This design comes from an exercise in tuning for small area, a short achievable clock period and few clock cycles per item on the open sky130 flow, not from production work.
The RTL was checked by simulation tests, not by an equivalence proof against the original design.
The flow treats the clock pin as an ideal source, which a real chip does not have.

## job 7336
==> flow/design.v (excerpt) <==
module xu_aes (
    input  wire         clk,
    input  wire         rst,         
    input  wire         in_valid,
    output wire         in_ready,
    input  wire         in_key256,   
    input  wire [255:0] in_key,
    input  wire [127:0] in_block,
    output reg          out_valid,
    output wire [127:0] out_data
);
Size in the first run: ~0.057 mm^2 of cells after synthesis.
==> flow/config.mk <==
export PLATFORM = sky130hd
export DESIGN_NAME = xu_aes
export DESIGN_NICKNAME = xu_aes
export VERILOG_FILES = /design/flow/design.v
export SDC_FILE = /design/flow/constraint.sdc
export NUM_CORES = 4
export LEC_CHECK = 0
export ABC_CLOCK_PERIOD_IN_PS = 5000
export CAP_MARGIN = 20
export CORE_MARGIN = 2
export CORE_UTILIZATION = 50
export CTS_BUF_LIST = sky130_fd_sc_hd__clkbuf_8
export CTS_CLUSTER_SIZE = 20
export PLACE_DENSITY = 0.6
export SETUP_SLACK_MARGIN = 5
export SLEW_MARGIN = 20
==> flow/constraint.sdc <==
create_clock -name core_clock -period 10.0 [get_ports {clk}]
set_input_delay 2.0000 -clock core_clock [delete_from_list [all_inputs] [get_ports {clk}]]
set_output_delay 2.0000 -clock core_clock [all_outputs]
set_load 0.01 [all_outputs]
standard.sh (not shown) runs the stock make flow with config.mk's settings and CLKGATE_MAP_FILE= SYNTH_SCRIPT=/design/flow/synth_recipe.tcl, a recipe that flattens the netlist after the stock synthesis.
==> flow/flow/run.sh <==
#!/bin/bash
set -euo pipefail
W=$(pwd)
SETUP_MARGIN=6.5
cat > "$W/my_synth.tcl" <<EOT
proc abc {args} {
  set i [lsearch -exact \$args -script]
  if {\$i >= 0} { set args [lreplace \$args \$i [expr {\$i + 1}] -script $W/flow/abc_nf.script] }
  puts "abc with flow/abc_nf.script: \$args"
  yosys abc {*}\$args
}
source $W/synth_recipe.tcl
EOT
bash standard.sh SYNTH_SCRIPT="$W/my_synth.tcl" \
  BUFFER_PORTS_ARGS="-buffer_cell sky130_fd_sc_hd__buf_1" \
  SETUP_SLACK_MARGIN="$SETUP_MARGIN" \
  CTS_ARGS="-sink_clustering_enable -repair_clock_nets -buf_list sky130_fd_sc_hd__clkbuf_8 -sink_clustering_size 12 -sink_clustering_max_diameter 100 -dont_use_dummy_load" \
  finish > "$W/standard.log" 2>&1
==> flow/flow/abc_nf.script <==
strash
&get -n
&fraig -x
&put
scorr
dc2
dretime
strash
&get -n
&dch -f
&nf -R 10
&put
buffer -c
topo
stime -c
upsize -c
dnsize -c
Job 7336 | status: complete | timing, DRC, antenna: pass
Testbench counts of job 7336, summed over its fixed seeds: cycles 24,800, blocks 2,048.
> inputs changed (job 7336 -> job 6305)
Settings: CTS_BUF_LIST changed from sky130_fd_sc_hd__clkbuf_8 to sky130_fd_sc_hd__clkbuf_16; CTS_CLUSTER_DIAMETER newly set to 100.
--- a/flow/flow/run.sh
+++ b/flow/flow/run.sh
@@ -16,3 +16,3 @@
   SETUP_SLACK_MARGIN="$SETUP_MARGIN" \
-  CTS_ARGS="-sink_clustering_enable -repair_clock_nets -buf_list sky130_fd_sc_hd__clkbuf_8 -sink_clustering_size 12 -sink_clustering_max_diameter 100 -dont_use_dummy_load" \
+  CTS_ARGS="-sink_clustering_enable -repair_clock_nets -buf_list sky130_fd_sc_hd__clkbuf_16 -sink_clustering_size 20 -sink_clustering_max_diameter 100 -dont_use_dummy_load" \
   finish > "$W/standard.log" 2>&1
--- outcome ---
Job 7336 → job 6305: share of the core filled with cells now sits higher; worst-margin pin slew now sits lower; via count now sits lower.
Job 6305 vs. job 7336: clock buffer instance count of the final layout decreased by about 36% relative to the old numbers.
Looking at the reports, job 6305 completed the entire flow and the layout it produced met the timing, DRC and antenna checks.
### job 6305 -> job 5771
--- a/flow/flow/run.sh
+++ b/flow/flow/run.sh
@@ -3,3 +3,3 @@
 W=$(pwd)
-SETUP_MARGIN=6.5
+SETUP_MARGIN=6.4
 cat > "$W/my_synth.tcl" <<EOT
Notes after the runs:
- Job 5771 vs job 6305, critical path required time went up by 0.06 ns.
- | non-filler instance count after layout | job 6305 vs job 5771 | ≈ equal |
- Route | job 5771 vs job 6305 | wire shorter in job 5771
- Sort job 6305 and job 5771 by final critical-path share of the clock period asc -> top: job 6305
- Summary of the comparison: highest achievable clock rate is lower in job 5771, relative to job 6305.
- Job 5771 against job 6305; area of all placed cells without fillers is down slightly.
- The lower worst setup slack came out of job 5771.
Input-level comparison between job 3116 and job 5771:
Settings: a deleted CTS_CLUSTER_DIAMETER that had been 100; a change of CTS_BUF_LIST from sky130_fd_sc_hd__clkbuf_16 to sky130_fd_sc_hd__clkbuf_8.
--- a/flow/flow/run.sh
+++ b/flow/flow/run.sh
@@ -3,3 +3,3 @@
 W=$(pwd)
-SETUP_MARGIN=6.4
+SETUP_MARGIN=6.5
 cat > "$W/my_synth.tcl" <<EOT
@@ -15,4 +15,2 @@
   BUFFER_PORTS_ARGS="-buffer_cell sky130_fd_sc_hd__buf_1" \
-  SETUP_SLACK_MARGIN="$SETUP_MARGIN" \
-  CTS_ARGS="-sink_clustering_enable -repair_clock_nets -buf_list sky130_fd_sc_hd__clkbuf_16 -sink_clustering_size 20 -sink_clustering_max_diameter 100 -dont_use_dummy_load" \
-  finish > "$W/standard.log" 2>&1
+  SETUP_SLACK_MARGIN="$SETUP_MARGIN" finish > "$W/standard.log" 2>&1
--- outcome ---
Job 3116 has wire length above what job 5771 had.
Final worst-path cycle share (job 3116 over job 5771): decrease, 1.7 points
Comparing job 5771 and job 3116, the lower overall global routing resource usage was measured on job 5771.

========
run A:
Another version of the RTL of xu_aes (not shown whole).
Size: about 6500 cells after synthesis, about 520 I/O pins, roughly 58000 um^2 of cells after synthesis.
export LEC_CHECK = 0
export ABC_CLOCK_PERIOD_IN_PS = 5000
export CAP_MARGIN = 20
export CORE_MARGIN = 2
export CORE_UTILIZATION = 50
export PLACE_DENSITY = 0.6
export SETUP_SLACK_MARGIN = 5
export SLEW_MARGIN = 20
create_clock -name core_clock -period 10.0 [get_ports {clk}]
==> flow/flow/run.sh <==
#!/bin/bash
set -euo pipefail
W=$(pwd)
SETUP_MARGIN=6.5
cat > "$W/my_synth.tcl" <<EOT
proc abc {args} {
  set i [lsearch -exact \$args -script]
  if {\$i >= 0} { set args [lreplace \$args \$i [expr {\$i + 1}] -script $W/flow/abc_nf.script] }
  puts "abc with flow/abc_nf.script: \$args"
  yosys abc {*}\$args
}
source $W/synth_recipe.tcl
EOT
bash standard.sh SYNTH_SCRIPT="$W/my_synth.tcl" \
  BUFFER_PORTS_ARGS="-buffer_cell sky130_fd_sc_hd__buf_1" \
  SETUP_SLACK_MARGIN="$SETUP_MARGIN" finish > "$W/standard.log" 2>&1
Scripts as last shown in full above: flow/flow/abc_nf.script
Run A | status: complete | timing, DRC, antenna: pass
Testbench counts of run A, summed over its fixed seeds: cycles 26,824, blocks 2,048.
Here is what was changed in the inputs of run B compared with run A.
--- a/flow/flow/run.sh
+++ b/flow/flow/run.sh
@@ -1,6 +1,11 @@
 #!/bin/bash
+# Standard ORFS layout (the standard.sh) with two changes:
+#  - synthesis: the same script as the standard synthesis, except that abc maps the
+#    logic with flow/abc_nf.script (an area-oriented &nf mapping) in place of ORFS's
+#    abc script; registers, flattening and renaming are exactly as the standard synthesis.
+#  - port buffering: every input and output port still gets a buffer, but a buf_1 instead
+#    of ORFS's default choice.
 set -euo pipefail
 W=$(pwd)
-SETUP_MARGIN=6.5
 cat > "$W/my_synth.tcl" <<EOT
 proc abc {args} {
@@ -13,4 +18,3 @@
 EOT
 bash standard.sh SYNTH_SCRIPT="$W/my_synth.tcl" \
-  BUFFER_PORTS_ARGS="-buffer_cell sky130_fd_sc_hd__buf_1" \
-  SETUP_SLACK_MARGIN="$SETUP_MARGIN" finish > "$W/standard.log" 2>&1
+  BUFFER_PORTS_ARGS="-buffer_cell sky130_fd_sc_hd__buf_1" finish > "$W/standard.log" 2>&1
--- a/flow/flow/abc_nf.script
+++ b/flow/flow/abc_nf.script
@@ -9,5 +9,5 @@
 &get -n
 &dch -f
-&nf -R 10
+&nf {D}
 &put
 buffer -c
--- outcome ---
Where cell area after layout is concerned, run A is outperformed by run B. Diff run A -> run B: pin slew with the least headroom to its limit up 120 ps, clock buffer instance count of the final layout rose by 7, total setup buffers inserted after CTS lost 9, end-of-flow core utilization now sits lower. Diff run A -> run B: total via count in the routed design shows an increase of about 0.3%; total of fill cells in the finished design shows an increase of 297; setup slack shows a reduction of 500 ps.
What run C does differently from run B at the input level:
==> flow/flow/run.sh <==
#!/bin/bash
set -euo pipefail
W=$(pwd)
SETUP_MARGIN=6.5
cat > "$W/my_synth.tcl" <<EOT
proc abc {args} {
  set i [lsearch -exact \$args -script]
  if {\$i >= 0} { set args [lreplace \$args \$i [expr {\$i + 1}] -script $W/flow/abc_nf.script] }
  puts "abc with flow/abc_nf.script: \$args"
  yosys abc {*}\$args
}
source $W/synth_recipe.tcl
EOT
bash standard.sh SYNTH_SCRIPT="$W/my_synth.tcl" \
  BUFFER_PORTS_ARGS="-buffer_cell sky130_fd_sc_hd__buf_1" \
  SETUP_SLACK_MARGIN="$SETUP_MARGIN" finish > "$W/standard.log" 2>&1
Notes after the runs:
Run C did not stop at any stage, and its layout met the timing, DRC and antenna checks.
Run comparison: run B last element of the critical path p_m[196]; run C last element of the critical path q_state[50]
Run C vs run B: count of antenna diodes in the layout up in run C
Run B tops out at a lower clock frequency than run C.

==> afterwards: timing with drivers on the ports <==
The flow's constraints put no driver on any port. The routed layouts listed below were extracted and timed again, unchanged, in two steps.
Step 1, drivers: a clkbuf_16 drives clk and a buf_2 each remaining input, both assumed.
Step 2 also shifts input and output timing later by t, the mid clock arrival at the registers, as if the neighbouring blocks saw the same clock.
Three values: no drivers, after step 1, after step 2; two values: the first two.
run	t (ns)	slack for setup (ns)	worst setup path after step 2	clock arrival spread, ns	worst slew at a driven data input, ns
job 7336	0.865	6.411 / 6.411 / 6.237	input to register	0.069 / 0.069	0.18
job 6305	0.724	6.495 / 6.495 / 6.300	input to register	0.066 / 0.066	0.18
job 5771	0.722	6.365 / 6.365 / 6.268	input to register	0.066 / 0.065	0.19
job 3116	0.955	6.530 / 6.485 / 6.246	input to register	0.063 / 0.063	0.19
run A	0.802	6.406 / 6.327 / 5.876	input to register	0.057 / 0.058	0.18
run B	0.776	5.909 / 5.909 / 5.909	register to register	0.023 / 0.023	0.16
run C	0.777	6.425 / 6.425 / 5.993	input to register	0.025 / 0.024	0.16
After both steps every run listed still meets setup and hold. The setup slack of run A, which loses most, moves by -0.079 ns with the drivers and by -0.530 ns with both steps.
